This design comes from an exercise in tuning for small area, a short achievable clock period and few clock cycles per item on the open sky130 flow, not from production work.
Function was not checked in any run shown here: the RTL went through the layout flow alone.
Power is estimated from default activity; no workload was simulated.

File: flow/design.v
module mtr_pulse (
    input  wire        clk,
    input  wire        rst,
    input  wire        in_valid,
    output wire        in_ready,
    input  wire        in_op,         
    input  wire [47:0] in_de,         
    input  wire [39:0] in_ts,         
    input  wire [23:0] in_dt,         
    input  wire [31:0] in_const,      
    output wire        out_valid,
    input  wire        out_ready,
    output wire [39:0] out_start,     
    output wire        busy,
    output wire [63:0] resid,         
    output wire [31:0] count          
);
    localparam [39:0] PULSE_DELAY_US = 40'd25000;
    localparam [39:0] KH_RESET       = 40'd225000;    
    reg        s1_valid;
    reg        s1_op;
    reg [47:0] s1_de;
    reg [39:0] s1_ts;         
    reg [23:0] s1_dt;
    reg [60:0] a_q;           
    reg [39:0] kh_q;          
    reg [31:0] count_q;
    reg        rep_q;         
    reg        sl_valid;
    reg [47:0] sl_f;
    reg [47:0] sl_de;
    reg [23:0] sl_dt;
    reg [39:0] sl_ts;
    reg        dv_busy;
    reg        dv_fin;        
    reg [4:0]  dv_cnt;        
    reg [47:0] dv_f;
    reg [47:0] dv_de;
    reg [47:0] dv_r;
    reg [23:0] dv_x;          
    reg [39:0] dv_ts;
    reg        o_pend;        
    reg        o_rnd;
    reg        o_valid;
    reg [39:0] o_start;
    wire fin_out  = dv_busy && dv_fin && !o_valid && !o_pend;
    wire dv_take  = sl_valid && (!dv_busy || fin_out);
    wire sl_space = !sl_valid || dv_take;
    wire s1_leave = s1_valid && !rep_q && (s1_op || sl_space);
    wire s1_free  = !s1_valid || s1_leave;
    assign in_ready  = s1_free;
    assign busy      = s1_valid || rep_q || sl_valid || dv_busy || o_pend || o_valid;
    assign out_valid = o_valid;
    assign out_start = o_start;
    assign resid     = {3'd0, a_q};
    assign count     = count_q;
    wire acc_e    = s1_leave && !s1_op;
    wire acc_c    = s1_leave && s1_op;
    wire rep_step = rep_q && sl_space;
    wire [60:0] add_de = rep_q ? 61'd0 : {13'd0, s1_de};
    wire [60:0] nk     = ~{1'b0, kh_q, 20'd0};
    wire [60:0] cs_s   = a_q ^ add_de ^ nk;
    wire [60:0] cs_c   = (a_q & add_de) | (a_q & nk) | (add_de & nk);
    wire [60:0] sum_s;
    wire [61:0] sum_t;
    wire        ss_co, st_co;
    bk_add #(61) u_ss (.a(a_q), .b(add_de), .ci(1'b0), .s(sum_s), .co(ss_co));
    bk_add #(62) u_st (.a({1'b0, cs_s}), .b({cs_c, 1'b0}), .ci(1'b1), .s(sum_t), .co(st_co));
    wire        ge     = sum_t[61];                            
    wire [60:0] a_next = ge ? sum_t[60:0] : sum_s;
    wire        pulse  = ge && (acc_e || rep_step);
    wire        big    = (kh_q[39:28] == 12'd0) && (s1_de[47:20] >= kh_q[27:0]);
    wire [47:0] f_op   = rep_q ? sl_f : ~a_q[47:0];
    wire [27:0] f_hi;
    wire        f_co;
    wire [19:0] f_lo   = f_op[19:0] + {19'd0, !rep_q};      
    wire        f_lc   = !rep_q && (a_q[19:0] == 20'd0);   
    bk_add #(28) u_f (.a(kh_q[27:0]), .b(f_op[47:20]), .ci(f_lc), .s(f_hi), .co(f_co));
    wire [47:0] f_next = {f_hi, f_lo};
    wire [31:0] c1     = {s1_ts[31:1], s1_ts[0] | (s1_ts[31:1] == 31'd0)};
    wire [39:0] kc_a   = {c1, 8'd0};
    wire [39:0] kc_b   = ~{3'd0, c1, 5'd0};
    wire [39:0] kc_c   = {8'd0, c1};
    wire [39:0] kc_s   = kc_a ^ kc_b ^ kc_c;
    wire [39:0] kc_k   = (kc_a & kc_b) | (kc_a & kc_c) | (kc_b & kc_c);
    wire [39:0] kh_new;
    wire        kh_co;
    bk_add #(40) u_kh (.a(kc_s), .b({kc_k[38:0], 1'b0}), .ci(1'b1), .s(kh_new), .co(kh_co));
    wire        dv_b   = dv_x[23] && !dv_fin;    
    wire [50:0] r2     = {2'b0, dv_r, 1'b0};
    wire [50:0] bf     = dv_b ? {3'b0, dv_f} : 51'd0;
    wire [50:0] t0, t1, t2;
    wire        t0_co, t1_co, t2_co;
    bk_add #(51) u_t0 (.a(r2), .b(bf), .ci(1'b0), .s(t0), .co(t0_co));
    wire [50:0] nd1    = ~{3'b0, dv_de};
    wire [50:0] nd2    = ~{2'b0, dv_de, 1'b0};
    wire [50:0] c1s    = r2 ^ bf ^ nd1;
    wire [50:0] c1c    = (r2 & bf) | (r2 & nd1) | (bf & nd1);
    bk_add #(51) u_t1 (.a(c1s), .b({c1c[49:0], 1'b0}), .ci(1'b1), .s(t1), .co(t1_co));
    wire [50:0] c2s    = r2 ^ bf ^ nd2;
    wire [50:0] c2c    = (r2 & bf) | (r2 & nd2) | (bf & nd2);
    bk_add #(51) u_t2 (.a(c2s), .b({c2c[49:0], 1'b0}), .ci(1'b1), .s(t2), .co(t2_co));
    wire        ge2    = !t2[50];
    wire        ge1    = !t1[50];
    wire [47:0] r_next = ge2 ? t2[47:0] : ge1 ? t1[47:0] : t0[47:0];
    wire [22:0] x_inc  = dv_x[22:0] + 23'd1;                  
    wire [22:0] xh     = ge2 ? x_inc : dv_x[22:0];
    wire [23:0] x_next = {xh, ge1 & !ge2};
    reg  [4:0]  lz;
    integer     i;
    always @(*) begin
        lz = 5'd24;
        for (i = 0; i < 24; i = i + 1)
            if (sl_dt[i]) lz = 5'd23 - i[4:0];
    end
    wire [23:0] dt_norm = sl_dt << lz;
    wire        f_eq    = (sl_f == sl_de);
    wire [39:0] start0, start1;
    wire        st0_co, st1_co;
    bk_add #(40) u_st0 (.a(dv_ts), .b({16'd0, dv_x}), .ci(1'b0), .s(start0), .co(st0_co));
    bk_add #(40) u_st1 (.a(o_start), .b(PULSE_DELAY_US), .ci(o_rnd), .s(start1), .co(st1_co));
    wire [31:0] count_inc;
    wire        cnt_co;
    bk_add #(32) u_cnt (.a(count_q), .b(32'd0), .ci(1'b1), .s(count_inc), .co(cnt_co));
    always @(posedge clk) begin
        if (rst) begin
            s1_valid <= 1'b0;
            a_q      <= 61'd0;
            kh_q     <= KH_RESET;
            count_q  <= 32'd0;
            rep_q    <= 1'b0;
            sl_valid <= 1'b0;
            dv_busy  <= 1'b0;
            dv_fin   <= 1'b0;
            o_pend   <= 1'b0;
            o_valid  <= 1'b0;
        end else begin
            if (s1_free)
                s1_valid <= in_valid;
            if (acc_c)
                a_q <= 61'd0;
            else if (acc_e || rep_step)
                a_q <= a_next;
            if (acc_c)
                kh_q <= kh_new;
            if (rep_q) begin
                if (!ge) rep_q <= 1'b0;
            end else if (acc_e && ge && big)
                rep_q <= 1'b1;
            if (sl_space)
                sl_valid <= pulse;
            if (dv_take) begin
                dv_busy <= 1'b1;
                dv_fin  <= (lz >= 5'd23);
            end else if (dv_busy && !dv_fin) begin
                dv_fin  <= (dv_cnt == 5'd1);
            end else if (fin_out) begin
                dv_busy <= 1'b0;
            end
            o_pend <= fin_out;
            if (o_pend)
                o_valid <= 1'b1;
            else if (out_ready)
                o_valid <= 1'b0;
            if (o_valid && out_ready)
                count_q <= count_inc;
        end
    end
    always @(posedge clk) begin
        if (s1_free) begin
            s1_op <= in_op;
            s1_de <= in_de;
            s1_ts <= in_op ? {8'd0, in_const} : in_ts;
            s1_dt <= in_dt;
        end
        if (sl_space) begin
            sl_f <= f_next;
            if (!rep_q) begin
                sl_de <= s1_de;
                sl_dt <= s1_dt;
                sl_ts <= s1_ts;
            end
        end
        if (dv_take) begin
            dv_f   <= sl_f;
            dv_de  <= sl_de;
            dv_r   <= (lz == 5'd24 || f_eq) ? 48'd0 : sl_f;
            dv_x   <= {dt_norm[22:0], f_eq && (lz != 5'd24)};
            dv_cnt <= 5'd23 - lz;
            dv_ts  <= sl_ts;
        end else if (dv_busy && !dv_fin) begin
            dv_r   <= r_next;
            dv_x   <= x_next;
            dv_cnt <= dv_cnt - 5'd1;
        end
        if (fin_out) begin
            o_start <= start0;
            o_rnd   <= ge1;
        end else if (o_pend)
            o_start <= start1;
    end
endmodule
module bk_add #(parameter integer W = 32) (
    input  wire [W-1:0] a,
    input  wire [W-1:0] b,
    input  wire         ci,
    output wire [W-1:0] s,
    output wire         co
);
    localparam integer L = $clog2(W + 1);
    wire [W:0] g0 = {a & b, ci};
    wire [W:0] p0 = {a ^ b, 1'b0};
    wire [W:0] g [0:2*L];
    wire [W:0] p [0:2*L];
    assign g[0] = g0;
    assign p[0] = p0;
    genvar lv, k;
    generate
        for (lv = 0; lv < L; lv = lv + 1) begin : up
            for (k = 0; k <= W; k = k + 1) begin : n
                if (((k + 1) % (2 << lv)) == 0) begin : c
                    assign g[lv+1][k] = g[lv][k] | (p[lv][k] & g[lv][k - (1 << lv)]);
                    assign p[lv+1][k] = p[lv][k] & p[lv][k - (1 << lv)];
                end else begin : t
                    assign g[lv+1][k] = g[lv][k];
                    assign p[lv+1][k] = p[lv][k];
                end
            end
        end
        for (lv = L - 1; lv > 0; lv = lv - 1) begin : dn
            for (k = 0; k <= W; k = k + 1) begin : n
                if (((k + 1) % (1 << lv)) == ((1 << lv) >> 1) && k >= (1 << lv)) begin : c
                    assign g[2*L-lv][k] = g[2*L-lv-1][k] | (p[2*L-lv-1][k] & g[2*L-lv-1][k - ((1 << lv) >> 1)]);
                    assign p[2*L-lv][k] = p[2*L-lv-1][k] & p[2*L-lv-1][k - ((1 << lv) >> 1)];
                end else begin : t
                    assign g[2*L-lv][k] = g[2*L-lv-1][k];
                    assign p[2*L-lv][k] = p[2*L-lv-1][k];
                end
            end
        end
    endgenerate
    wire [W:0] cg = g[2*L-1];
    assign s  = p0[W:1] ^ cg[W-1:0];
    assign co = cg[W];
endmodule
File: flow/constraint.sdc
create_clock -name core_clock -period 12.0 [get_ports {clk}]
set_input_delay 2.4000 -clock core_clock [delete_from_list [all_inputs] [get_ports {clk}]]
set_output_delay 2.4000 -clock core_clock [all_outputs]
set_load 0.01 [all_outputs]
File: flow/standard.sh
#!/bin/bash
# synth_recipe.tcl (not shown) runs the flow's synth.tcl, then flattens the netlist and writes it again
# the make line also repeats each setting of config.mk as NAME=value (left out here)
make -C /OpenROAD-flow-scripts/flow DESIGN_CONFIG=/design/flow/config.mk WORK_HOME=/design/flow/orfs CLKGATE_MAP_FILE= SYNTH_SCRIPT=/design/flow/synth_recipe.tcl "${@:-finish}"
File: flow/flow/run.sh
#!/bin/bash
set -euo pipefail
bash standard.sh SETUP_SLACK_MARGIN=7.5 finish > standard_make.log 2>&1
File: flow/config.mk
export PLATFORM = sky130hd
export DESIGN_NAME = mtr_pulse
export DESIGN_NICKNAME = mtr_pulse
export VERILOG_FILES = /design/flow/design.v
export SDC_FILE = /design/flow/constraint.sdc
export NUM_CORES = 4
export LEC_CHECK = 0
export CAP_MARGIN = 20
export CORE_MARGIN = 2
export CORE_UTILIZATION = 40
export SLEW_MARGIN = 20
==> results_dict.tcl, run 1 <==
set metrics [dict create \
    outcome "complete, no violations" \
    vias 37200 \
    io_buffers 284 \
    post-route-util_pct 51.0 \
    hold_class "reg -> reg" \
    power_frac_seq_pct 24.9 \
    critPathRequiredTime_ps 12370 \
    grt_pass1_vias 37400 \
    p_per_area_mw_per_mm2 223 \
    r2r_setup_slack_ps 7130 \
    worstSetupPathType "reg -> reg" \
    start_util_pct 40.4 \
    worstHoldEndpoint "dv_ts[0]$_DFFE_PP_" \
    reg2reg_depth 23 \
    syn_inst 4721 \
    min_period_over_period_pct 40.5 \
    final-max-slew-violation-count 0 \
    hold_viol_final 0 \
    cp-end-kind "register" \
    synth-edff-count 527 \
    path_clk_slew_ps 60 \
    syn-mean-instance-area_um2 10.4 \
    rsz0062_at_grt "true" \
    tightest_slew_ps 1160 \
    globalRouteTotalUtil_pct 24.0 \
    grt_max_degree 115 \
    irDropWorstVdd_v 0.000126 \
    drive_gt1_share_pct 15.6 \
    synth_ff_type "edfxtp_1" \
    ys_seq_elements 667 \
    switching_share_pct 41.2 \
    place_area_mm2 0.0541 \
    dpl.cell_count 6528 \
    cts_tree "done" \
    drt-total-wl_um 156000 \
    clock_skew_ps 50.0 \
    clockPowerShare_pct 19.2 \
    synth_seq_area_share_pct 37.8 \
    setup_tns_ps 0 \
    worstReg2RegEnd "dv_x[5]$_DFFE_PP_" \
    pwr-share-comb_pct 55.9 \
    drtIter0Drc 2671 \
    numCtsBuffers 81 \
    finalSetupViolations 0 \
    area_delta_synth_final_pct 26.3 \
    top_level_ports 288 \
    power_mw 13.9 \
    die_w_um 355 \
    wire_per_inst_um 22.5 \
    p_switching_mw 5.72 \
    gp_congestion 0.898 \
    cp_data_arrival_time_ps 5230 \
    grt_pass1_wl_um 228000 \
    dieHeight_um 355 \
    gr-total-overflow 0 \
    crit_fanout 6 \
    min_from "sl_ts[0]$_DFFE_PP_" \
    cap_violations 0 \
    async_reset_ff_share_pct 0 \
    clk_path_buf_depth 3 \
    fin_area_mm2 0.0622 \
    cts_sinks 667 \
    min_period_ps 4870 \
    yosysWarningCount 7 \
    drtPass1Iterations 5 \
    syn_area_mm2 0.0493 \
    antenna_found_initial 0 \
    rows 128 \
    leakage_nw 27.1 \
    drc_errors 0 \
    ys_types 80 \
    place_hpwl_um 108000 \
    antenna_left 0 \
    final_cells 6909 \
    coreArea_mm2 0.122 \
    fmax_ghz 0.206 \
    startpoint_type "register" \
    die-area_mm2 0.126 \
    clock_latency_ps 700 \
    root_buffer "clkbuf_16" \
    cts_max_level 3 \
    timing.rr.start "dv_x[23]$_DFFE_PP_" \
    vias_per_cell 5.38 \
    cts_hold_buf 0 \
    max_slew_margin_pct 22.8 \
    intPower_mw 8.15 \
    layout.nets 6148 \
    worstHoldPathCells 0 \
]
## cell usage after synthesis (73+ instances only)
master	n	share of area, %
edfxtp_1	527	32
dfxtp_1	140	5.7
xnor2_1	203	3.6
nand2_1	332	2.5
a21oi_1	248	2.5
nor2_1	224	1.7
o21ai_0	203	2.1
nand3_1	73	0.74
ha_1	469	12
xor2_1	101	1.8
inv_1	713	5.4
mux2i_1	96	2.0
a21o_1	188	2.9
clkbuf_1	104	0.79
fa_1	311	13
## cell families after synthesis
kind of cell	count (synthesis)	share of synthesized area, %
AND/OR/NAND/NOR	1007	9.72
AO/OA/AOI/OAI	977	13.1
buffers and inverters	848	6.54
adder cells (fa/ha/maj)	780	24.5
flip-flops	667	37.8
XOR/XNOR	305	5.44
multiplexers	136	2.86
other	1	0.00761
## worst max-delay path, cell delays in order, from the launching register on
cell       delay [ps]
edfxtp_1          340
nor2b_4           220
buf_6             130
buf_12            130
buf_16            170
nand2_8            60
fa_2              570
inv_2              60
ha_4              260
nand4_1            90
o31a_1            370
a2111oi_4         290
buf_4             200
o211ai_4          100
buf_6             140
a21oi_4           180
o211ai_4          140
buf_8             180
buf_12            130
buf_16            130
buf_4             140
a211oi_2          200
xnor2_1           160
o22ai_1           110
## sequential cells by signal (all words and copies together), names as in the netlist, 32 cells and up, named ones only
name and cells:
dv_r 48, kh_q 40, a_q 61, sl_ts 40
sl_f 47, count_q 32, sl_de 48, dv_f 48
s1_ts 40, o_start 40, s1_de 48, dv_de 48
dv_ts 40
## per-layer routing
metal	GRT usage, %	wire [um]	vias up
li1	-	-	17400
met1	30.9	65200	18300
met2	38.6	71700	1184
met3	5.39	11000	285
met4	10.6	7710	0
met5	0	0	-
## layout by cell type, fill, tap and decap left out, drive strengths merged, types with 11 or more instances in the layout
cell type | netlist | layout
nor3 | 71 | 71
xnor2 | 204 | 204
ha | 469 | 469
clkdlybuf4s50 | 0 | 280
buf | 30 | 252
a21o | 188 | 188
and4 | 11 | 11
a2111oi | 18 | 18
or2 | 18 | 18
o21bai | 34 | 34
mux2 | 40 | 40
a22oi | 38 | 38
inv | 713 | 715
edfxtp | 527 | 527
xor2 | 101 | 101
nor4 | 26 | 26
bufinv | 0 | 14
a211oi | 49 | 49
clkinv | 1 | 32
nand3 | 73 | 73
nand2b | 71 | 71
dfxtp | 140 | 140
a211o | 31 | 31
nand2 | 332 | 333
nand4 | 72 | 72
o221ai | 17 | 17
o21ai | 205 | 205
a21oi | 249 | 249
and3 | 23 | 23
mux2i | 96 | 96
nor2 | 224 | 224
o21a | 28 | 28
nor2b | 33 | 33
fa | 311 | 311
o31ai | 15 | 15
clkbuf | 104 | 98
a31oi | 19 | 19
and2 | 27 | 27
## through the flow
stage          hold WS, ps  worst slack, ps
2_1_floorplan          400             5980
3_3_place_gp           401             6110
3_5_place_dp           405             6020
4_1_cts                398             7150
5_1_grt                419             6950
6_report               396             7130
## worst max path at each step
stage	startpoint	to	slack, ps	cells after the start
final	dv_x[23]$_DFFE_PP_	dv_x[5]$_DFFE_PP_	7130	23
after global routing	dv_x[23]$_DFFE_PP_	dv_r[46]$_DFFE_PP_	6950	25
after CTS	dv_x[23]$_DFFE_PP_	dv_r[46]$_DFFE_PP_	7150	25
after detailed placement	dv_x[23]$_DFFE_PP_	dv_r[0]$_DFFE_PP_	6020	18
after global placement	dv_x[23]$_DFFE_PP_	dv_r[31]$_DFFE_PP_	6110	18
after floorplan	dv_busy$_SDFFE_PP0P_	in_ready	5980	5
## timing repair
item | 4_1_cts | 5_1_grt
resized for setup | 394 | 211
pin swaps | 141 | 156
gates cloned | 29 | 9
setup endpoints to repair | 187 | 162
buffers inserted | 118 | 77
## power by group through the flow
stage	logic (mW)	registers, mW	clock network (mW)
floorplan	4.08	3.27	0
global placement	5.47	3.47	0
detailed placement	5.55	3.47	0
CTS	6.99	3.44	2.71
global route	8.41	3.49	2.80
finish	7.75	3.46	2.66
## area by class of cell
type,count,area (um2)
clock inverters,57,754
diodes,1,2.50
repair buffers,546,6060
clock buffers,90,2100
inverters,714,2690
flip-flops and latches,667,18600
well taps,1625,2030
fillers,10800,59800
multi-input cells,3209,29900
==> run 2, diff against run 1 <==
--- a/flow/design.v
+++ b/flow/design.v
@@ -20,8 +20,9 @@
     reg        s1_valid;
     reg        s1_op;
     reg [47:0] s1_de;
-    reg [39:0] s1_ts;         
+    reg [39:0] s1_ts;
     reg [23:0] s1_dt;
+    reg [31:0] s1_c;
     reg [60:0] a_q;           
     reg [39:0] kh_q;          
     reg [31:0] count_q;
@@ -77,7 +78,7 @@
     wire        f_lc   = !rep_q && (a_q[19:0] == 20'd0);   
     bk_add #(28) u_f (.a(kh_q[27:0]), .b(f_op[47:20]), .ci(f_lc), .s(f_hi), .co(f_co));
     wire [47:0] f_next = {f_hi, f_lo};
-    wire [31:0] c1     = {s1_ts[31:1], s1_ts[0] | (s1_ts[31:1] == 31'd0)};
+    wire [31:0] c1     = {s1_c[31:1], s1_c[0] | (s1_c[31:1] == 31'd0)};
     wire [39:0] kc_a   = {c1, 8'd0};
     wire [39:0] kc_b   = ~{3'd0, c1, 5'd0};
     wire [39:0] kc_c   = {8'd0, c1};
@@ -103,8 +104,7 @@
     wire        ge2    = !t2[50];
     wire        ge1    = !t1[50];
     wire [47:0] r_next = ge2 ? t2[47:0] : ge1 ? t1[47:0] : t0[47:0];
-    wire [22:0] x_inc  = dv_x[22:0] + 23'd1;                  
-    wire [22:0] xh     = ge2 ? x_inc : dv_x[22:0];
+    wire [22:0] xh     = dv_x[22:0] + {22'd0, ge2};
     wire [23:0] x_next = {xh, ge1 & !ge2};
     reg  [4:0]  lz;
     integer     i;
@@ -170,8 +170,9 @@
         if (s1_free) begin
             s1_op <= in_op;
             s1_de <= in_de;
-            s1_ts <= in_op ? {8'd0, in_const} : in_ts;
+            s1_ts <= in_ts;
             s1_dt <= in_dt;
+            s1_c  <= in_const;
         end
         if (sl_space) begin
             sl_f <= f_next;
==> flow/flow/run.sh (replaced) <==
#!/bin/bash
set -euo pipefail
bash standard.sh SETUP_SLACK_MARGIN=8.5 finish > standard_make.log 2>&1
==> run 2 against run 1 <==
Sequential power is essentially flat. Setup slack lost 770 ps. Global-route usage grew 0.51 points. Cell area grew 4.8%. Maximum frequency shrank 14%. Core utilization grew 1.7 points. First-iteration DRC count grew 12%. Die area grew 1.2%. Largest cell class unchanged. Highest routed layer unchanged.
==> results_dict.tcl, run 2 <==
set metrics [dict create \
    outcome "complete, no violations" \
    vias_per_cell 5.41 \
    power_mw 12.8 \
    fmax_ghz 0.177 \
    drt-total-wl_um 159000 \
    critPathRequiredTime_ps 12420 \
    syn_inst 4745 \
    cap_violations 0 \
    syn_area_mm2 0.0499 \
    cts_sinks 699 \
    crit_fanout 5 \
    r2r_setup_slack_ps 6360 \
    min_from "sl_ts[16]$_DFFE_PP_" \
    largest_reg_flops 61 \
    ys_types 89 \
    root_buffer "clkbuf_16" \
    path_clk_slew_ps 60 \
    grt_pass1_vias 39000 \
    cp-end-kind "register" \
    top_register "a_q" \
    synth.top_cell.area_share_pct 33.6 \
    cp_slowest_cell "fa_1" \
    cts_max_level 3 \
    dieHeight_um 357 \
    final_cell_mix "inv_1 (663), edfxtp_1 (559), ha_1 (400)" \
    synth_area_leader_cell "edfxtp_1" \
    hold_viol_final 0 \
    gp_congestion 0.888 \
    worstSetupPathType "reg -> reg" \
    finalSetupViolations 0 \
    place_hpwl_um 104000 \
    startpoint_type "register" \
    vias 38500 \
    clockPowerShare_pct 21.6 \
    min_period_ps 5640 \
    cts_tree "done" \
    coreArea_mm2 0.124 \
    start_util_pct 40.3 \
    final_common_cell "inv_1" \
    endpoint "dv_x[21]$_DFFE_PP_" \
    io_buffers 284 \
    fillers 10600 \
    die-area_mm2 0.128 \
    drive_gt1_share_pct 23.9 \
    max_slew_margin_pct 28.3 \
    timing.rr.start "dv_x[23]$_DFFE_PP_" \
    globalRouteTotalUtil_pct 24.5 \
    cts_hold_buf 0 \
    die_w_um 357 \
    yosys-top-cells-count "inv_1 (687), edfxtp_1 (559), ha_1 (470)" \
    power_frac_seq_pct 26.8 \
    tightest_slew_ps 1070 \
    clk_path_buf_depth 3 \
    final-max-slew-violation-count 0 \
    switching_share_pct 39.0 \
    rows 129 \
    drtIter0Drc 2981 \
    numCtsBuffers 85 \
    layout.nets 6329 \
    grt_max_degree 113 \
    min_period_over_period_pct 47.0 \
    hold_class "reg -> reg" \
    wire_per_inst_um 22.3 \
    worstReg2RegEnd "dv_x[21]$_DFFE_PP_" \
    syn-mean-instance-area_um2 10.5 \
    antenna_cells 0 \
    top_level_ports 288 \
    startpoint "dv_x[23]$_DFFE_PP_" \
    antenna_found_initial 2 \
    irDropWorstVdd_v 0.000131 \
    cp_data_arrival_time_ps 6060 \
    critPathMaxStageDelay_ps 490 \
    pwr-share-comb_pct 51.7 \
    reg2reg_depth 27 \
    gr-total-overflow 0 \
    intPower_mw 7.82 \
    synth_seq_area_share_pct 39.3 \
    setup_tns_ps 0 \
    synth_ff_type "edfxtp_1" \
    area_delta_synth_final_pct 30.7 \
    post-route-util_pct 52.7 \
    rsz0062_at_grt "true" \
    yosysWarningCount 7 \
    p_per_area_mw_per_mm2 196 \
    async_reset_ff_share_pct 0 \
    grt_pass1_wl_um 237000 \
    drtPass1Iterations 30 \
    antenna_left 0 \
    leakage_nw 28.3 \
    clock_skew_ps 43.7 \
    synth-edff-count 559 \
    drc_errors 0 \
    p_switching_mw 4.99 \
    cp_common_cell "ha_4" \
    ys_seq_elements 699 \
    synth.most_common_cell "inv_1" \
    ys_top_cells_by_area "edfxtp_1 (34%), fa_1 (12%), ha_1 (12%)" \
    clock_latency_ps 710 \
]
[run 2: cell count changes after synthesis, sizes merged, moves of 18 or more]
| cell | previous run | this run |
|---|---|---|
| o21ai | 205 | 187 |
| edfxtp | 527 | 559 |
| nand2 | 332 | 436 |
| xor2 | 101 | 119 |
| mux2i | 96 | 49 |
| a211oi | 49 | 75 |
| a21o | 188 | 136 |
| a32o | 1 | 21 |
| nor3 | 71 | 46 |
| nand2b | 71 | 91 |
| inv | 713 | 688 |
[run 2: final cells by class]
cell class	instances	area, um2	area share, %
flip-flops and latches	699	19900	30.5
clock buffers	96	2190	3.35
well taps	1637	2050	3.14
inverters	690	2600	3.98
multi-input cells	3218	30200	46.3
clock inverters	62	764	1.17
repair buffers	705	7570	11.6
[run 2: worst min path at each step]
stage | endpoint | cells after the start
after floorplan | dv_ts[0]$_DFFE_PP_ | 0
after global placement | sl_ts[2]$_DFFE_PP_ | 0
after detailed placement | dv_ts[7]$_DFFE_PP_ | 0
after CTS | dv_ts[16]$_DFFE_PP_ | 0
after global routing | dv_ts[16]$_DFFE_PP_ | 0
final | dv_ts[16]$_DFFE_PP_ | 0
[run 2: critical path, delay by kind of cell, from the launching register on]
family / cells / cell delay [ps]
AO/OA/AOI/OAI: 9 / 1990
AND/OR/NAND/NOR: 9 / 1170
adder cells (fa/ha/maj): 4 / 1080
buffers and inverters: 4 / 520
flip-flops: 1 / 410
XOR/XNOR: 1 / 150
[run 2: cell families after synthesis]
group | after synthesis | share of synthesized area (%)
XOR/XNOR | 306 | 5.37
flip-flops | 699 | 39.3
AO/OA/AOI/OAI | 938 | 12.5
multiplexers | 81 | 1.73
adder cells (fa/ha/maj) | 781 | 24.3
AND/OR/NAND/NOR | 1107 | 10.4
buffers and inverters | 832 | 6.39
other | 1 | 0.00752
[run 2: per-layer routing]
layer | part of all wire, % | track usage (%)
met1 | 41 | 31.4
met2 | 48 | 41.3
met3 | 6.4 | 3.95
met4 | 4.7 | 9.89
met5 | 0 | 0
[run 2: timing repair]
action | 4_1_cts | 5_1_grt
resized for setup | 1325 | 243
cloned | 42 | 1
pin swaps | 202 | 162
buffers inserted | 274 | 76
endpoints found under the setup margin | 494 | 335
[run 2: power groups by stage]
stage          Clock (mW)  Combinational [mW]  Sequential (mW)
3_5_place_dp            0                4.53             3.47
3_3_place_gp            0                4.46             3.46
5_1_grt              2.92                7.18             3.45
2_1_floorplan           0                3.33             3.29
4_1_cts              2.83                6.15             3.41
6_report             2.76                6.62             3.43
[run 2: metrics by stage]
stage               std cells  hold WS (ps)  cell area, um2  setup WS, ps
floorplan                4747           400           50000          6150
detailed placement       6556           405           54600          5170
global placement         6556           402           54600          5260
CTS                      7030           404           63600          6450
global route             7107           417           65200          6160
finish                   7107           410           65200          6360
==> run 3, diff against run 2 <==
--- a/flow/design.v
+++ b/flow/design.v
@@ -17,12 +17,6 @@
 );
     localparam [39:0] PULSE_DELAY_US = 40'd25000;
     localparam [39:0] KH_RESET       = 40'd225000;    
-    reg        s1_valid;
-    reg        s1_op;
-    reg [47:0] s1_de;
-    reg [39:0] s1_ts;
-    reg [23:0] s1_dt;
-    reg [31:0] s1_c;
     reg [60:0] a_q;           
     reg [39:0] kh_q;          
     reg [31:0] count_q;
@@ -47,30 +41,30 @@
     wire fin_out  = dv_busy && dv_fin && !o_valid && !o_pend;
     wire dv_take  = sl_valid && (!dv_busy || fin_out);
     wire sl_space = !sl_valid || dv_take;
-    wire s1_leave = s1_valid && !rep_q && (s1_op || sl_space);
-    wire s1_free  = !s1_valid || s1_leave;
-    assign in_ready  = s1_free;
-    assign busy      = s1_valid || rep_q || sl_valid || dv_busy || o_pend || o_valid;
+    assign in_ready  = !rep_q && sl_space;
+    assign busy      = rep_q || sl_valid || dv_busy || o_pend || o_valid;
     assign out_valid = o_valid;
     assign out_start = o_start;
     assign resid     = {3'd0, a_q};
     assign count     = count_q;
-    wire acc_e    = s1_leave && !s1_op;
-    wire acc_c    = s1_leave && s1_op;
+    wire accept   = in_valid && in_ready;
+    wire acc_e    = accept && !in_op;
+    wire acc_c    = accept && in_op;
     wire rep_step = rep_q && sl_space;
-    wire [60:0] add_de = rep_q ? 61'd0 : {13'd0, s1_de};
-    wire [60:0] nk     = ~{1'b0, kh_q, 20'd0};
-    wire [60:0] cs_s   = a_q ^ add_de ^ nk;
-    wire [60:0] cs_c   = (a_q & add_de) | (a_q & nk) | (add_de & nk);
+    wire [41:0] amk_h;
+    wire        amk_co;
+    bk_add #(42) u_amk (.a({1'b0, a_q[60:20]}), .b(~{2'b0, kh_q}), .ci(1'b1), .s(amk_h), .co(amk_co));
+    wire [61:0] amk    = {amk_h, a_q[19:0]};
+    wire [60:0] add_de = rep_q ? 61'd0 : {13'd0, in_de};
     wire [60:0] sum_s;
     wire [61:0] sum_t;
     wire        ss_co, st_co;
     bk_add #(61) u_ss (.a(a_q), .b(add_de), .ci(1'b0), .s(sum_s), .co(ss_co));
-    bk_add #(62) u_st (.a({1'b0, cs_s}), .b({cs_c, 1'b0}), .ci(1'b1), .s(sum_t), .co(st_co));
-    wire        ge     = sum_t[61];                            
+    bk_add #(62) u_st (.a(amk), .b({1'b0, add_de}), .ci(1'b0), .s(sum_t), .co(st_co));
+    wire        ge     = !sum_t[61];                           
     wire [60:0] a_next = ge ? sum_t[60:0] : sum_s;
     wire        pulse  = ge && (acc_e || rep_step);
-    wire        big    = (kh_q[39:28] == 12'd0) && (s1_de[47:20] >= kh_q[27:0]);
+    wire        big    = (kh_q[39:28] == 12'd0) && (in_de[47:20] >= kh_q[27:0]);
     wire [47:0] f_op   = rep_q ? sl_f : ~a_q[47:0];
     wire [27:0] f_hi;
     wire        f_co;
@@ -78,7 +72,7 @@
     wire        f_lc   = !rep_q && (a_q[19:0] == 20'd0);   
     bk_add #(28) u_f (.a(kh_q[27:0]), .b(f_op[47:20]), .ci(f_lc), .s(f_hi), .co(f_co));
     wire [47:0] f_next = {f_hi, f_lo};
-    wire [31:0] c1     = {s1_c[31:1], s1_c[0] | (s1_c[31:1] == 31'd0)};
+    wire [31:0] c1     = {in_const[31:1], in_const[0] | (in_const[31:1] == 31'd0)};
     wire [39:0] kc_a   = {c1, 8'd0};
     wire [39:0] kc_b   = ~{3'd0, c1, 5'd0};
     wire [39:0] kc_c   = {8'd0, c1};
@@ -124,7 +118,6 @@
     bk_add #(32) u_cnt (.a(count_q), .b(32'd0), .ci(1'b1), .s(count_inc), .co(cnt_co));
     always @(posedge clk) begin
         if (rst) begin
-            s1_valid <= 1'b0;
             a_q      <= 61'd0;
             kh_q     <= KH_RESET;
             count_q  <= 32'd0;
@@ -135,8 +128,6 @@
             o_pend   <= 1'b0;
             o_valid  <= 1'b0;
         end else begin
-            if (s1_free)
-                s1_valid <= in_valid;
             if (acc_c)
                 a_q <= 61'd0;
             else if (acc_e || rep_step)
@@ -167,19 +158,12 @@
         end
     end
     always @(posedge clk) begin
-        if (s1_free) begin
-            s1_op <= in_op;
-            s1_de <= in_de;
-            s1_ts <= in_ts;
-            s1_dt <= in_dt;
-            s1_c  <= in_const;
-        end
         if (sl_space) begin
             sl_f <= f_next;
             if (!rep_q) begin
-                sl_de <= s1_de;
-                sl_dt <= s1_dt;
-                sl_ts <= s1_ts;
+                sl_de <= in_de;
+                sl_dt <= in_dt;
+                sl_ts <= in_ts;
             end
         end
         if (dv_take) begin
==> run 3 against run 2 <==
Worst hold slack improved by 7.0 ps. Global-route usage rose by 1.3 points. Total power rose by 3.8%. Largest power group unchanged. Setup slack got worse by 580 ps. Final cell count fell by 6.3%. Routed wire length fell by 5.5%. Clock skew fell by 2.1 ps. Sequential share of layout area fell by 4.8 points. Via count fell by 5.6%.
==> results_dict.tcl, run 3 <==
set metrics [dict create \
    grt_pass1_wl_um 222000 \
    top_level_ports 288 \
    place_area_mm2 0.0496 \
    min_period_ps 6210 \
    post-route-util_pct 55.5 \
    power_frac_seq_pct 21.6 \
    worstReg2RegEnd "dv_x[22]$_DFFE_PP_" \
    globalRouteTotalUtil_pct 25.8 \
    use_met1_pct 32.5 \
    switching_share_pct 42.6 \
    final_common_cell "inv_1" \
    grt_max_degree 136 \
    tightest_slew_ps 1160 \
    startpoint_type "primary input" \
    drtIter0Drc 2431 \
    finalSetupViolations 0 \
    clockPowerShare_pct 16.6 \
    timing.rr.start "dv_x[23]$_DFFE_PP_" \
    vias 36300 \
    syn_area_mm2 0.0441 \
    gp_congestion 0.910 \
    final_cell_mix "inv_1 (499), edfxtp_1 (414), nand2_1 (387)" \
    rows 121 \
    synth_ff_type "edfxtp_1" \
    final-max-slew-violation-count 0 \
    antenna_found_initial 11 \
    met3_usage_pct 4.93 \
    clock_skew_ps 41.6 \
    synth-edff-count 414 \
    power_mw 13.3 \
    layout.nets 6074 \
    start_util_pct 40.4 \
    largest_reg_flops 61 \
    p_per_area_mw_per_mm2 220 \
    syn_inst 4412 \
    gr-total-overflow 0 \
    ys_types 84 \
    yosys-top-cells-count "inv_1 (531), nand2_1 (453), ha_1 (452)" \
    leakage_nw 26.9 \
    pwr-share-comb_pct 61.8 \
    antenna_left 0 \
    cts_sinks 553 \
    drive_gt1_share_pct 29.8 \
    area_delta_synth_final_pct 37.3 \
    grt-busiest-layer "met2" \
    holdWs_ps 417 \
    coreArea_mm2 0.109 \
    syn-mean-instance-area_um2 9.98 \
    irDropWorstVdd_v 0.000179 \
    synth.top_cell.area_share_pct 28.2 \
    setup_tns_ps 0 \
    cts_tree "done" \
    io_buffers 284 \
    fin_area_mm2 0.0605 \
    dieHeight_um 336 \
    intPower_mw 7.63 \
    cp-end-kind "register" \
    die_w_um 336 \
    top_register "a_q" \
    outcome "complete, no violations" \
    fmax_ghz 0.161 \
    min_period_over_period_pct 51.8 \
    ys_top_cells_by_area "edfxtp_1 (28%), fa_1 (13%), ha_1 (13%)" \
    synth_area_leader_cell "edfxtp_1" \
    yosysWarningCount 8 \
    rsz0062_at_grt "true" \
    path_clk_slew_ps 60 \
    critPathRequiredTime_ps 12570 \
    root_buffer "clkbuf_16" \
    hold_class "reg -> reg" \
    min_from "sl_ts[7]$_DFFE_PP_" \
    cap_violations 0 \
    clock_latency_ps 670 \
    vias_per_cell 5.45 \
    drt-total-wl_um 150000 \
    synth.most_common_cell "inv_1" \
    ys_seq_elements 553 \
    max_slew_margin_pct 22.8 \
    numCtsBuffers 69 \
    synth_seq_area_share_pct 34.5 \
    die-area_mm2 0.113 \
    worstSetupPathType "in -> reg" \
    cts_max_level 3 \
    hold_viol_final 0 \
    drtPass1Iterations 6 \
    r2r_setup_slack_ps 6010 \
    crit_fanout 3 \
    wire_per_inst_um 22.5 \
    cp_data_arrival_time_ps 6780 \
    worstHoldEndpoint "dv_ts[7]$_DFFE_PP_" \
    async_reset_ff_share_pct 0 \
    grtUsageMet2_pct 43.8 \
    clk_path_buf_depth 3 \
    worstHoldPathCells 0 \
    place_hpwl_um 100000 \
    grt_pass1_vias 36700 \
    reg2reg_depth 29 \
    p_switching_mw 5.66 \
    drc_errors 0 \
]
==> run 3: stage by stage <==
stage          cells  worst slack, ps
2_1_floorplan   4414             5510
3_3_place_gp    6016             4130
3_5_place_dp    6016             4090
4_1_cts         6544             5780
5_1_grt         6658             5610
6_report        6660             5790
==> run 3: power by group through the flow <==
stage          clock network, mW  registers [mW]  logic (mW)
2_1_floorplan                  0            2.79        4.52
3_3_place_gp                   0            2.92        5.83
3_5_place_dp                   0            2.92        5.90
4_1_cts                     2.24            2.87        7.62
5_1_grt                     2.31            2.91        8.94
6_report                    2.20            2.88        8.21
==> run 3: final cells by class <==
class,count,area [um2]
fill,9175,48500
antenna,3,7.51
tap,1414,1770
clock inverter,50,623
multi-input combinational,3204,30300
inverter,535,2060
sequential,553,15500
clock buffer,78,1760
timing repair buffer,823,8430
==> run 3: how the worst max path moves through the flow <==
stage,startpoint,to,slack [ps],depth (start not counted)
floorplan,in_const[3],kh_q[37]$_SDFFE_PP0P_,5510,24
CTS,in_const[4],kh_q[37]$_SDFFE_PP0P_,5780,25
finish,in_const[1],kh_q[37]$_SDFFE_PP0P_,5790,26
detailed placement,in_const[4],kh_q[37]$_SDFFE_PP0P_,4090,25
global placement,in_de[9],a_q[46]$_SDFFE_PP0N_,4130,18
global route,in_const[1],kh_q[30]$_SDFFE_PP0P_,5610,28
==> run 3: routing by layer <==
layer  wire, um  part of all wire (%)
met4       6540                   4.4
met2      72200                    48
met3       9630                   6.4
met1      61600                    41
met5         80                 0.053
==> run 3: worst max-delay path: stages <==
cell	delay, ps
buf_8	100
clkinvlp_4	80
ha_4	120
nor4b_4	200
nand3_2	140
nor2_2	140
nor2_2	60
inv_2	70
fa_2	460
ha_4	240
a211o_1	320
a21oi_2	130
o21ai_1	80
o21bai_4	200
a21bo_2	200
a21o_1	190
a21oi_4	200
buf_6	130
o21ai_4	60
a31oi_4	170
o21bai_2	100
a21oi_2	140
nor2_1	80
nor2_2	100
fa_2	450
a211oi_2	210
==> run 3: cell families (layout without fill, tap and decap cells) <==
kind of cell | Yosys count | in the layout | synth area share [%]
buffers and inverters | 660 | 1486 | 5.74
and+or+nand+nor | 1115 | 1117 | 11.8
xor gates and xnor gates | 315 | 315 | 6.26
muxes | 75 | 75 | 1.76
AOI/OAI and AO/OA | 954 | 955 | 14.0
other | 1 | 6 | 0.00851
DFF | 553 | 553 | 34.5
adders and majority gates | 739 | 739 | 25.9
==> run 3: timing repair <==
action                                  4_1_cts  5_1_grt
endpoints found under the setup margin      447      352
gates resized for setup                    1565      342
hold buffers                                  0        0
gates cloned                                 26        5
buffers inserted                            374      108
pin swaps                                   295      251
==> run 4, diff against run 3 <==
--- a/flow/design.v
+++ b/flow/design.v
@@ -72,7 +72,7 @@
     wire        f_lc   = !rep_q && (a_q[19:0] == 20'd0);   
     bk_add #(28) u_f (.a(kh_q[27:0]), .b(f_op[47:20]), .ci(f_lc), .s(f_hi), .co(f_co));
     wire [47:0] f_next = {f_hi, f_lo};
-    wire [31:0] c1     = {in_const[31:1], in_const[0] | (in_const[31:1] == 31'd0)};
+    wire [31:0] c1     = (in_const == 32'd0) ? 32'd1 : in_const;
     wire [39:0] kc_a   = {c1, 8'd0};
     wire [39:0] kc_b   = ~{3'd0, c1, 5'd0};
     wire [39:0] kc_c   = {8'd0, c1};
@@ -108,7 +108,6 @@
             if (sl_dt[i]) lz = 5'd23 - i[4:0];
     end
     wire [23:0] dt_norm = sl_dt << lz;
-    wire        f_eq    = (sl_f == sl_de);
     wire [39:0] start0, start1;
     wire        st0_co, st1_co;
     bk_add #(40) u_st0 (.a(dv_ts), .b({16'd0, dv_x}), .ci(1'b0), .s(start0), .co(st0_co));
@@ -142,7 +141,7 @@
                 sl_valid <= pulse;
             if (dv_take) begin
                 dv_busy <= 1'b1;
-                dv_fin  <= (lz >= 5'd23);
+                dv_fin  <= (lz == 5'd24);
             end else if (dv_busy && !dv_fin) begin
                 dv_fin  <= (dv_cnt == 5'd1);
             end else if (fin_out) begin
@@ -169,9 +168,9 @@
         if (dv_take) begin
             dv_f   <= sl_f;
             dv_de  <= sl_de;
-            dv_r   <= (lz == 5'd24 || f_eq) ? 48'd0 : sl_f;
-            dv_x   <= {dt_norm[22:0], f_eq && (lz != 5'd24)};
-            dv_cnt <= 5'd23 - lz;
+            dv_r   <= 48'd0;
+            dv_x   <= dt_norm;
+            dv_cnt <= 5'd24 - lz;
             dv_ts  <= sl_ts;
         end else if (dv_busy && !dv_fin) begin
             dv_r   <= r_next;
==> run 4 against run 3 <==
First-iteration DRC count rose by 0.78%. Sequential share of layout area down 0.20 points. Highest routed layer unchanged. Largest power group unchanged. Cell area is 2.3% lower. Global-route usage shrank 1.2 points. Count of clock-buffer cells in the layout up 5. Worst hold slack got worse by 0.62 ps. Core utilization down 0.061 points. Sequential power down 7%. Register-to-register slack improved by 260 ps. Die area shrank 2.7%. Critical path depth is 8 lower.
==> results_dict.tcl, run 4 <==
set metrics [dict create \
    outcome "complete, no violations" \
    vias 35400 \
    clock_latency_ps 650 \
    critPathRequiredTime_ps 12560 \
    setup_ws_ps 6130 \
    wire_per_inst_um 21.5 \
    ys_types 88 \
    rsz0062_at_grt "true" \
    layout.nets 5975 \
    setup_tns_ps 0 \
    multi_input_area_mm2 0.0290 \
    synth_area_leader_cell "edfxtp_1" \
    fin_area_mm2 0.0591 \
    start_util_pct 40.2 \
    cts_sinks 553 \
    clock_skew_ps 34.7 \
    synth.most_common_cell "inv_1" \
    antenna_found_initial 6 \
    gp_congestion 0.878 \
    async_reset_ff_share_pct 0 \
    drt-total-wl_um 141000 \
    irDropWorstVdd_v 0.000192 \
    vias_per_cell 5.40 \
    grt_max_degree 97 \
    die-area_mm2 0.110 \
    hold_class "reg -> reg" \
    syn-mean-instance-area_um2 9.94 \
    leakage_nw 26.9 \
    drtIter0Drc 2450 \
    syn_inst 4310 \
    fmax_ghz 0.170 \
    startpoint_type "primary input" \
    root_buffer "clkbuf_16" \
    gr-total-overflow 0 \
    min_period_over_period_pct 48.9 \
    place_hpwl_um 91700 \
    synth_ff_type "edfxtp_1" \
    cap_violations 0 \
    cp-end-kind "register" \
    largest_reg_flops 61 \
    antenna_left 0 \
    rows 120 \
    die_w_um 331 \
    io_buffers 284 \
    synth_seq_area_share_pct 34.4 \
    dieHeight_um 331 \
    power_mw 12.8 \
    coreArea_mm2 0.107 \
    final-max-slew-violation-count 0 \
    cp_slowest_cell "fa_1" \
    drive_gt1_share_pct 30.8 \
    cp_cell_sequence "buf_4, nor4_4, nand4_1, o21bai_2, fa_1, ha_4, a211oi_4, nand2b_1, o21ai_2, nand4_1, a31oi_4, o21ai_4, a21oi_4, o21ai_2, a21o_1, a21oi_2, fa_1, a211oi_2" \
    top_register "a_q" \
    critPathMaxStageDelay_ps 490 \
    globalRouteTotalUtil_pct 24.6 \
    area_delta_synth_final_pct 37.9 \
    clk_path_buf_depth 3 \
    final_cell_mix "inv_1 (509), ha_1 (384), edfxtp_1 (366)" \
    yosys-top-cells-count "inv_1 (543), ha_1 (442), nand2_1 (392)" \
    crit_fanout 4 \
    yosysWarningCount 8 \
    fillers 8938 \
    grt_pass1_vias 35700 \
    place_area_mm2 0.0479 \
    cp_data_arrival_time_ps 6430 \
    pre_cts_slack_ps 4240 \
    final_common_cell "inv_1" \
    syn_area_mm2 0.0429 \
    min_period_ps 5870 \
    p_per_area_mw_per_mm2 216 \
    tightest_slew_ps 1230 \
    cts_max_level 3 \
    area.sequential_mm2 0.0150 \
    drtPass1Iterations 6 \
    ys_top_cells_by_area "edfxtp_1 (26%), fa_1 (13%), ha_1 (13%)" \
    ys_seq_elements 553 \
    numCtsBuffers 70 \
    cts_tree "done" \
    hold_viol_final 0 \
    drc_errors 0 \
    synth.top_cell.area_share_pct 25.6 \
    worstSetupPathType "in -> reg" \
    top_level_ports 288 \
    max_slew_margin_pct 17.8 \
    synth-edff-count 366 \
    finalSetupViolations 0 \
    grt_pass1_wl_um 210000 \
    holdWs_ps 417 \
    path_clk_slew_ps 60 \
]
==> run 4: cell types whose count changed in the layout (fill, tap and decap cells not counted), moves of 22 or more <==
cell,previous run,this run
buf_6,252,303
nand2_1,387,339
o211ai_1,36,8
a21oi_2,36,58
o22ai_1,4,45
nor2_1,170,200
dfxtp_1,39,82
o21ai_1,94,69
nor3_2,28,6
edfxtp_1,414,366
xor2_1,176,141
==> run 4: cell type report <==
class / count / area share (%)
Antenna cell: 2 / 0.00847
Clock buffer: 83 / 3.19
Clock inverter: 46 / 0.845
Inverter: 546 / 3.59
Multi-Input combinational cell: 3065 / 49.0
Sequential cell: 553 / 25.5
Tap cell: 1403 / 2.97
Timing Repair Buffer: 859 / 14.9
Timing Repair inverter: 2 / 0.0783
==> run 4: repair_timing <==
item | CTS | global route
gates resized for setup | 1478 | 439
hold buffers | 0 | 0
gates cloned | 24 | 8
pin swaps | 242 | 268
buffers inserted | 383 | 134
setup endpoints to repair | 451 | 359
==> run 4: cell families after synthesis <==
| kind of cell | Yosys count | share of synthesized area [%] |
|---|---|---|
| AND/OR/NAND/NOR | 1005 | 11.0 |
| flip-flops | 553 | 34.4 |
| AO/OA/AOI/OAI | 978 | 14.7 |
| adder cells (fa/ha/maj) | 729 | 26.3 |
| buffers and inverters | 696 | 6.20 |
| other | 1 | 0.00875 |
| XOR/XNOR | 268 | 5.52 |
| multiplexers | 80 | 1.95 |
==> run 4: per-stage QoR <==
step,utilization (%),cells
6_report,55.4,6559
5_1_grt,55.4,6558
4_1_cts,52.7,6415
3_5_place_dp,44.9,5879
3_3_place_gp,44.9,5879
2_1_floorplan,-,4312
==> run 4: report_power, final <==
part	switching, mW	total (mW)	internal, mW
logic	4.12	7.87	3.75
registers	0.295	2.69	2.39
clock network	0.911	2.22	1.31
total	5.32	12.8	7.46
==> run 4: final timing paths <==
check                      startpoint               endpoint  slack, ps  cells past startpoint
setup / recovery         in_const[20]  kh_q[33]$_SDFFE_PP0P_       6130                     18
hold / removal    sl_ts[16]$_DFFE_PP_    dv_ts[16]$_DFFE_PP_        420                      0
setup reg to reg   dv_x[23]$_DFFE_PP_     dv_x[23]$_DFFE_PP_       6270                     26
hold reg to reg   sl_ts[16]$_DFFE_PP_    dv_ts[16]$_DFFE_PP_        420                      0
==> run 4: worst max-delay path, delay by kind of cell <==
kind | cells | cell delay [ps]
AOI/OAI and AO/OA | 10 | 1870
adders and majority gates | 3 | 1180
buffers and inverters | 1 | 140
and+or+nand+nor | 4 | 820
==> run 4: layer usage <==
layer  part of all wire, %  GRT usage (%)  routed length, um  up-vias
li1                      -              -                  -    16600
met1                    42           31.7              59300    17400
met2                    48           41.9              68400     1177
met3                   5.7           3.79               8090      272
met4                   3.9           8.75               5460        4
met5                 0.018              0                 26        -
==> run 5, diff against run 4 <==
==> flow/run.sh (new file) <==
#!/bin/bash
# synth_recipe.tcl (not shown) runs the flow's synth.tcl, then flattens the netlist and writes it again
# the make line also repeats each setting of config.mk as NAME=value (left out here)
make -C /OpenROAD-flow-scripts/flow DESIGN_CONFIG=/design/flow/config.mk WORK_HOME=/design/flow/orfs CLKGATE_MAP_FILE= SYNTH_SCRIPT=/design/flow/synth_recipe.tcl finish
removed: flow/flow/run.sh
removed: flow/standard.sh
==> run 5 against run 4 <==
Global-route usage fell by 3.1 points. Synthesized area unchanged. Count of clock-buffer cells in the layout up 1. Synthesized cell count unchanged. Core utilization shrank 8.9 points. Total power fell by 21%. Via count is 11% lower.
==> results_dict.tcl, run 5 <==
set metrics [dict create \
    fmax_ghz 0.140 \
    ys_types 88 \
    grt_max_degree 100 \
    syn-mean-instance-area_um2 9.94 \
    synth.top_cell.area_share_pct 25.6 \
    drive_gt1_share_pct 4.30 \
    area_delta_synth_final_pct 15.7 \
    vias_per_cell 5.26 \
    cp_data_arrival_time_ps 7640 \
    gr-total-overflow 0 \
    vias 31600 \
    globalRouteTotalUtil_pct 21.5 \
    timing.rr.start "a_q[21]$_SDFFE_PP0N_" \
    largest_reg_flops 61 \
    cts_sinks 553 \
    min_period_ps 7140 \
    syn_inst 4310 \
    rsz0062_at_grt "false" \
    cts_hold_buf 0 \
    setup_ws_ps 4860 \
    drtIter0Drc 1939 \
    coreArea_mm2 0.107 \
    wire_per_inst_um 19.6 \
    ys_seq_elements 553 \
    gp_congestion 0.897 \
    top_register "a_q" \
    min_period_over_period_pct 59.5 \
    final_cell_mix "inv_1 (540), ha_1 (442), nand2_1 (392)" \
    async_reset_ff_share_pct 0 \
    worstReg2RegEnd "a_q[60]$_SDFFE_PP0N_" \
    ys_top_cells_by_area "edfxtp_1 (26%), fa_1 (13%), ha_1 (13%)" \
    synth.most_common_cell "inv_1" \
    clock_latency_ps 640 \
    final_common_cell "inv_1" \
    cap_violations 0 \
    rows 120 \
    die_w_um 331 \
    min_from "sl_de[10]$_DFFE_PP_" \
    clock_skew_ps 18.0 \
    drtPass1Iterations 5 \
    dieHeight_um 331 \
    yosysWarningCount 8 \
    cp-end-kind "register" \
    path_clk_slew_ps 60 \
    synth_seq_area_share_pct 34.4 \
    numCtsBuffers 71 \
    synth-edff-count 366 \
    p_per_area_mw_per_mm2 204 \
    post_cts_resized 0 \
    cts_max_level 3 \
    leakage_nw 22.6 \
    cts_tree "done" \
    synth_ff_type "edfxtp_1" \
    final-max-slew-violation-count 0 \
    grt_pass1_vias 32500 \
    antenna_found_initial 6 \
    syn_area_mm2 0.0429 \
    place_hpwl_um 90800 \
    io_buffers 284 \
    clk_path_buf_depth 3 \
    drt-total-wl_um 118000 \
    r2r_setup_slack_ps 4860 \
    outcome "complete, no violations" \
    pre_cts_slack_ps 4430 \
    crit_fanout 67 \
    cts_setup_buffers 0 \
    worstHoldPathCells 0 \
    root_buffer "clkbuf_16" \
    grt_pass1_wl_um 187000 \
    startpoint_type "register" \
    synth_area_leader_cell "edfxtp_1" \
    yosys-top-cells-count "inv_1 (543), ha_1 (442), nand2_1 (392)" \
    worstHoldEndpoint "dv_de[10]$_DFFE_PP_" \
    layout.nets 5426 \
    critPathRequiredTime_ps 12510 \
    hold_viol_final 0 \
    setup_tns_ps 0 \
    startpoint "a_q[21]$_SDFFE_PP0N_" \
    antenna_left 0 \
    max_slew_margin_pct 29.3 \
    drc_errors 0 \
    start_util_pct 40.2 \
    die-area_mm2 0.110 \
    tightest_slew_ps 1060 \
    hold_class "reg -> reg" \
    finalSetupViolations 0 \
    top_level_ports 288 \
    reg2reg_depth 26 \
    fillers 10100 \
    worstSetupPathType "reg -> reg" \
    irDropWorstVdd_v 0.000141 \
]
==> run 5: cell counts after synthesis <==
Identical to the previous run, type by type.
==> run 5: worst max-delay path, stage by stage (launching register included) <==
cell and delay [ps]:
dfxtp_1 570, ha_1 300, nor2b_1 140, o31a_1 270, o41ai_2 370, a21oi_1 170
nand3_1 120, nand2_1 110, nor2_1 230, o21bai_1 140, a21o_1 210, fa_1 380
xor2_1 150, ha_1 380, nand4_1 160, nor2_1 230, nand2_1 170, o22ai_1 160
a21oi_1 70, o21ai_0 300, o21ai_2 180, a2111oi_4 690, xnor2_4 220, buf_4 700
mux2_4 350, a21oi_1 140, a211oi_1 60
==> run 5: how the worst max path moves through the flow <==
stage	to	cells past startpoint
3_3_place_gp	kh_q[33]$_SDFFE_PP0P_	18
6_report	a_q[60]$_SDFFE_PP0N_	26
4_1_cts	dv_x[23]$_DFFE_PP_	23
2_1_floorplan	in_ready	5
5_1_grt	a_q[60]$_SDFFE_PP0N_	26
3_5_place_dp	kh_q[33]$_SDFFE_PP0P_	18
==> run 5: cells by family (layout without fill, tap and decap cells) <==
family                     count (synthesis)  in the layout  synth area share (%)
other                                      1              4               0.00875
xor gates and xnor gates                 268            268                  5.52
and+or+nand+nor                         1005           1005                  11.0
AOI/OAI and AO/OA                        978            978                  14.7
buffers and inverters                    696            989                  6.20
DFF                                      553            553                  34.4
adders and majority gates                729            729                  26.3
muxes                                     80             80                  1.95
==> run 5: stage by stage <==
stage	cell area [um2]	hold WS, ps	std cells	utilization, %	total power, mW
finish	49600	416	6009	46.5	10.1
global placement	47100	401	5878	44.2	7.82
CTS	49600	417	6008	46.5	10.2
floorplan	42900	400	4312	-	6.50
global route	49600	422	6009	46.5	11.0
detailed placement	47100	405	5878	44.2	7.89
==> run 5: metal layers <==
layer  wire, um  vias up  GRT usage, %
met5          0        -             0
met4       3510        0          6.19
met3       5540      168          3.01
met2      54900      748          35.9
met1      53500    15300          29.2
li1           -    15400             -
==> run 5: cell type report <==
| cell class | count | area (um2) | share of cell area, % |
|---|---|---|---|
| Antenna cell | 1 | 2.50 | 0.00505 |
| Clock buffer | 84 | 1880 | 3.79 |
| Clock inverter | 46 | 543 | 1.10 |
| Inverter | 546 | 2060 | 4.15 |
| Multi-Input combinational cell | 3063 | 25500 | 51.5 |
| Sequential cell | 553 | 14700 | 29.7 |
| Tap cell | 1403 | 1760 | 3.54 |
| Timing Repair Buffer | 313 | 3060 | 6.17 |
==> run 5: power by group <==
part / leakage (nW) / total [mW] / internal [mW] / switching [mW]
registers: 5.09 / 2.70 / 2.39 / 0.307
clock network: 1.16 / 2.25 / 1.34 / 0.901
logic: 16.3 / 5.17 / 2.19 / 2.97
total: 22.6 / 10.1 / 5.93 / 4.18
==> run 6, diff against run 5 <==
--- a/flow/design.v
+++ b/flow/design.v
@@ -21,6 +21,7 @@
     reg [39:0] kh_q;          
     reg [31:0] count_q;
     reg        rep_q;         
+    reg        kpend_q;       
     reg        sl_valid;
     reg [47:0] sl_f;
     reg [47:0] sl_de;
@@ -41,8 +42,8 @@
     wire fin_out  = dv_busy && dv_fin && !o_valid && !o_pend;
     wire dv_take  = sl_valid && (!dv_busy || fin_out);
     wire sl_space = !sl_valid || dv_take;
-    assign in_ready  = !rep_q && sl_space;
-    assign busy      = rep_q || sl_valid || dv_busy || o_pend || o_valid;
+    assign in_ready  = !rep_q && !kpend_q && sl_space;
+    assign busy      = rep_q || kpend_q || sl_valid || dv_busy || o_pend || o_valid;
     assign out_valid = o_valid;
     assign out_start = o_start;
     assign resid     = {3'd0, a_q};
@@ -72,7 +73,7 @@
     wire        f_lc   = !rep_q && (a_q[19:0] == 20'd0);   
     bk_add #(28) u_f (.a(kh_q[27:0]), .b(f_op[47:20]), .ci(f_lc), .s(f_hi), .co(f_co));
     wire [47:0] f_next = {f_hi, f_lo};
-    wire [31:0] c1     = (in_const == 32'd0) ? 32'd1 : in_const;
+    wire [31:0] c1     = kh_q[31:0];
     wire [39:0] kc_a   = {c1, 8'd0};
     wire [39:0] kc_b   = ~{3'd0, c1, 5'd0};
     wire [39:0] kc_c   = {8'd0, c1};
@@ -98,7 +99,8 @@
     wire        ge2    = !t2[50];
     wire        ge1    = !t1[50];
     wire [47:0] r_next = ge2 ? t2[47:0] : ge1 ? t1[47:0] : t0[47:0];
-    wire [22:0] xh     = dv_x[22:0] + {22'd0, ge2};
+    wire [22:0] x_inc  = dv_x[22:0] + 23'd1;                  
+    wire [22:0] xh     = ge2 ? x_inc : dv_x[22:0];
     wire [23:0] x_next = {xh, ge1 & !ge2};
     reg  [4:0]  lz;
     integer     i;
@@ -108,6 +110,7 @@
             if (sl_dt[i]) lz = 5'd23 - i[4:0];
     end
     wire [23:0] dt_norm = sl_dt << lz;
+    wire        f_eq    = (sl_f == sl_de);
     wire [39:0] start0, start1;
     wire        st0_co, st1_co;
     bk_add #(40) u_st0 (.a(dv_ts), .b({16'd0, dv_x}), .ci(1'b0), .s(start0), .co(st0_co));
@@ -121,6 +124,7 @@
             kh_q     <= KH_RESET;
             count_q  <= 32'd0;
             rep_q    <= 1'b0;
+            kpend_q  <= 1'b0;
             sl_valid <= 1'b0;
             dv_busy  <= 1'b0;
             dv_fin   <= 1'b0;
@@ -132,7 +136,10 @@
             else if (acc_e || rep_step)
                 a_q <= a_next;
             if (acc_c)
+                kh_q <= {8'd0, in_const[31:1], in_const[0] | (in_const[31:1] == 31'd0)};
+            else if (kpend_q)
                 kh_q <= kh_new;
+            kpend_q <= acc_c;
             if (rep_q) begin
                 if (!ge) rep_q <= 1'b0;
             end else if (acc_e && ge && big)
@@ -141,7 +148,7 @@
                 sl_valid <= pulse;
             if (dv_take) begin
                 dv_busy <= 1'b1;
-                dv_fin  <= (lz == 5'd24);
+                dv_fin  <= (lz >= 5'd23);
             end else if (dv_busy && !dv_fin) begin
                 dv_fin  <= (dv_cnt == 5'd1);
             end else if (fin_out) begin
@@ -168,9 +175,9 @@
         if (dv_take) begin
             dv_f   <= sl_f;
             dv_de  <= sl_de;
-            dv_r   <= 48'd0;
-            dv_x   <= dt_norm;
-            dv_cnt <= 5'd24 - lz;
+            dv_r   <= (lz == 5'd24 || f_eq) ? 48'd0 : sl_f;
+            dv_x   <= {dt_norm[22:0], f_eq && (lz != 5'd24)};
+            dv_cnt <= 5'd23 - lz;
             dv_ts  <= sl_ts;
         end else if (dv_busy && !dv_fin) begin
             dv_r   <= r_next;
@@ -191,7 +198,15 @@
     output wire [W-1:0] s,
     output wire         co
 );
-    localparam integer L = $clog2(W + 1);
+    function integer lg2;              
+        input integer n;
+        integer m;
+        begin
+            lg2 = 0;
+            for (m = n - 1; m > 0; m = m >> 1) lg2 = lg2 + 1;
+        end
+    endfunction
+    localparam integer L = lg2(W + 1);
     wire [W:0] g0 = {a & b, ci};
     wire [W:0] p0 = {a ^ b, 1'b0};
     wire [W:0] g [0:2*L];
==> flow/flow/run.sh (new file) <==
#!/bin/bash
set -euo pipefail
bash standard.sh SETUP_SLACK_MARGIN=7.5 finish > standard_make.log 2>&1
==> flow/standard.sh (new file) <==
#!/bin/bash
# synth_recipe.tcl (not shown) runs the flow's synth.tcl, then flattens the netlist and writes it again
# the make line also repeats each setting of config.mk as NAME=value (left out here)
make -C /OpenROAD-flow-scripts/flow DESIGN_CONFIG=/design/flow/config.mk WORK_HOME=/design/flow/orfs CLKGATE_MAP_FILE= SYNTH_SCRIPT=/design/flow/synth_recipe.tcl "${@:-finish}"
removed: flow/run.sh
==> run 6 against run 5 <==
Count of clock-buffer cells in the layout rose by 4. Routed wire length grew 32%. Sequential power is about 20% higher. Cell area grew 20%. Flip-flop and latch count is 1 higher. Critical path type is now in -> reg. Non-clock buffer count up 401. Still clean. Clock power is 2% higher.
==> results_dict.tcl, run 6 <==
set metrics [dict create \
    outcome "complete, no violations" \
    synth_area_leader_cell "edfxtp_1" \
    gp_congestion 0.915 \
    synth.top_cell.area_share_pct 28.0 \
    synth_seq_area_share_pct 34.4 \
    clock_latency_ps 660 \
    final_cell_mix "inv_1 (466), edfxtp_1 (414), ha_1 (389)" \
    crit_fanout 4 \
    drc_errors 0 \
    muxShareOfSynthArea_pct 1.91 \
    vias 36700 \
    min_from "sl_ts[27]$_DFFE_PP_" \
    grt_pass1_wl_um 227000 \
    dieHeight_um 337 \
    root_buffer "clkbuf_16" \
    setup_tns_ps 0 \
    io_buffers 284 \
    r2r_setup_slack_ps 6310 \
    worstReg2RegEnd "a_q[48]$_SDFFE_PP0N_" \
    min_period_over_period_pct 48.3 \
    synth_ff_type "edfxtp_1" \
    p_per_area_mw_per_mm2 304 \
    die_w_um 337 \
    final_common_cell "inv_1" \
    cts_sinks 554 \
    hold_class "reg -> reg" \
    final-max-slew-violation-count 0 \
    cts_max_level 3 \
    grt_pass1_vias 37400 \
    synth-edff-count 414 \
    worstHoldEndpoint "dv_ts[27]$_DFFE_PP_" \
    yosys-top-cells-count "inv_1 (499), ha_1 (449), edfxtp_1 (414)" \
    rsz0062_at_grt "true" \
    largest_reg_flops 61 \
    pwr-share-comb_pct 69.1 \
    layout.nets 5963 \
    synth_top_family_by_area "adder cells" \
    synth.most_common_cell "inv_1" \
    syn-mean-instance-area_um2 10.1 \
    area_delta_synth_final_pct 33.6 \
    globalRouteTotalUtil_pct 26.5 \
    leakage_nw 25.9 \
    syn_area_mm2 0.0444 \
    cts_tree "done" \
    worstHoldPathCells 0 \
    drtIter0Drc 2550 \
    ys_top_cells_by_area "edfxtp_1 (28%), fa_1 (13%), ha_1 (13%)" \
    antenna_left 0 \
    fmax_ghz 0.172 \
    worstSetupPathType "in -> reg" \
    synth-simple-area-share_pct 12.0 \
    power_frac_seq_pct 18.1 \
    switching_share_pct 44.4 \
    rows 122 \
    drtPass1Iterations 6 \
    top_level_ports 288 \
    synth_adder_area_share_pct 25.6 \
    cts_hold_buf 0 \
    cap_violations 0 \
    startpoint_type "primary input" \
    reg2reg_depth 29 \
    start_util_pct 40.2 \
    tightest_slew_ps 1160 \
    clock_skew_ps 42.6 \
    synth_compound_area_share_pct 14.4 \
    async_reset_ff_share_pct 0 \
    syn_inst 4408 \
    critPathRequiredTime_ps 12580 \
    gr-total-overflow 0 \
    top_register "a_q" \
    cp-end-kind "register" \
    place_hpwl_um 100000 \
    cp_data_arrival_time_ps 6380 \
    min_period_ps 5800 \
    die-area_mm2 0.114 \
    grt_max_degree 80 \
    drive_gt1_share_pct 22.1 \
    timing.rr.start "kh_q[4]$_SDFFE_PP0N_" \
    irDropWorstVdd_v 0.000229 \
    ys_types 97 \
    coreArea_mm2 0.110 \
    max_slew_margin_pct 22.9 \
    clockPowerShare_pct 12.8 \
    antenna_found_initial 8 \
    clk_path_buf_depth 3 \
    path_clk_slew_ps 60 \
    finalSetupViolations 0 \
    holdWs_ps 417 \
    synthXorXnorAreaFrac_pct 6.18 \
    numCtsBuffers 72 \
    vias_per_cell 5.54 \
    intPower_mw 10.0 \
    ys_seq_elements 554 \
    drt-total-wl_um 155000 \
    wire_per_inst_um 23.4 \
    p_switching_mw 7.98 \
    yosysWarningCount 8 \
    hold_viol_final 0 \
]
==> run 6: cell types whose count changed after synthesis, sizes merged, moves of 20 or more <==
cell / before / now
nand4: 61 / 41
nor4: 21 / 47
o21ai: 244 / 213
a22oi: 5 / 66
a211oi: 57 / 36
nand2: 392 / 412
clkbuf: 126 / 96
xor2: 147 / 185
dfxtp: 187 / 140
inv: 544 / 500
nor3: 44 / 69
o22ai: 48 / 12
edfxtp: 366 / 414
==> run 6: worst max-delay path, cell delays in order <==
cell	delay (ps)
clkdlybuf4s15_1	210
nor2b_4	160
ha_4	300
a21o_1	280
nand3_2	180
o2bb2ai_4	220
o2111ai_4	160
buf_6	150
o211ai_4	100
a31oi_4	220
a221oi_2	80
buf_4	170
o21ai_4	190
and2_4	190
and3_4	200
nand3_4	80
nor3_2	200
ha_2	210
xnor2_2	100
nand2_1	80
nor2_1	100
mux2i_1	100
a21o_1	180
a21oi_1	100
==> run 6: logic make-up (layout without fill, tap and decap cells) <==
kind of cell / after synthesis / in the layout
DFF: 554 / 554
and+or+nand+nor: 1112 / 1120
adders and majority gates: 736 / 736
AOI/OAI and AO/OA: 979 / 979
buffers and inverters: 629 / 1348
muxes: 84 / 84
xor gates and xnor gates: 313 / 313
other: 1 / 10
==> run 6: power groups by stage <==
| stage | clock network [mW] | logic (mW) | registers [mW] |
|---|---|---|---|
| after floorplan | 0 | 5.75 | 3.03 |
| after global placement | 0 | 7.48 | 3.24 |
| after detailed placement | 0 | 7.58 | 3.24 |
| after CTS | 2.34 | 11.2 | 3.22 |
| after global routing | 2.42 | 13.4 | 3.28 |
| final | 2.30 | 12.4 | 3.25 |
==> run 6: repair_timing <==
item,in CTS,in global routing
setup endpoints to repair,152,150
gates resized for setup,759,242
setup buffers,296,57
cloned,42,3
pin swaps,193,139
hold endpoints to repair,0,0
==> run 6: through the flow <==
step | util (%) | power [mW] | setup WS (ps) | std cells | area (um2)
floorplan | - | 8.78 | 6230 | 4410 | 44600
global placement | 44.4 | 10.7 | 4860 | 6093 | 49000
detailed placement | 44.4 | 10.8 | 4880 | 6093 | 49000
CTS | 52.2 | 16.8 | 6440 | 6564 | 57600
global route | 53.7 | 19.1 | 6100 | 6631 | 59200
finish | 53.7 | 18.0 | 6200 | 6632 | 59200
==> run 6: worst max-delay path by stage <==
| stage | start | slack, ps | endpoint | depth (start not counted) |
|---|---|---|---|---|
| final | in_de[8] | 6200 | a_q[60]$_SDFFE_PP0N_ | 24 |
| after global placement | in_de[16] | 4860 | a_q[60]$_SDFFE_PP0N_ | 22 |
| after floorplan | in_de[10] | 6230 | a_q[46]$_SDFFE_PP0N_ | 17 |
| after CTS | kh_q[6]$_SDFFE_PP1N_ | 6440 | a_q[60]$_SDFFE_PP0N_ | 29 |
| after detailed placement | in_de[16] | 4880 | a_q[56]$_SDFFE_PP0N_ | 15 |
| after global routing | kh_q[4]$_SDFFE_PP0N_ | 6100 | a_q[60]$_SDFFE_PP0N_ | 29 |
==> run 6: per-layer routing <==
metal / GRT usage (%) / share of wire (%)
met5: 0 / 0.0097
met3: 4.47 / 6.7
met2: 45.6 / 48
met1: 31.5 / 39
met4: 14.5 / 6.4
==> run 6: cell type report <==
| class | instances | area, um2 |
|---|---|---|
| Tap cell | 1488 | 1860 |
| Clock inverter | 45 | 507 |
| Antenna cell | 7 | 17.5 |
| Inverter | 501 | 1920 |
| Clock buffer | 88 | 1990 |
| Fill cell | 9312 | 51100 |
| Timing Repair Buffer | 714 | 7760 |
| Sequential cell | 554 | 15300 |
| Multi-Input combinational cell | 3235 | 29900 |
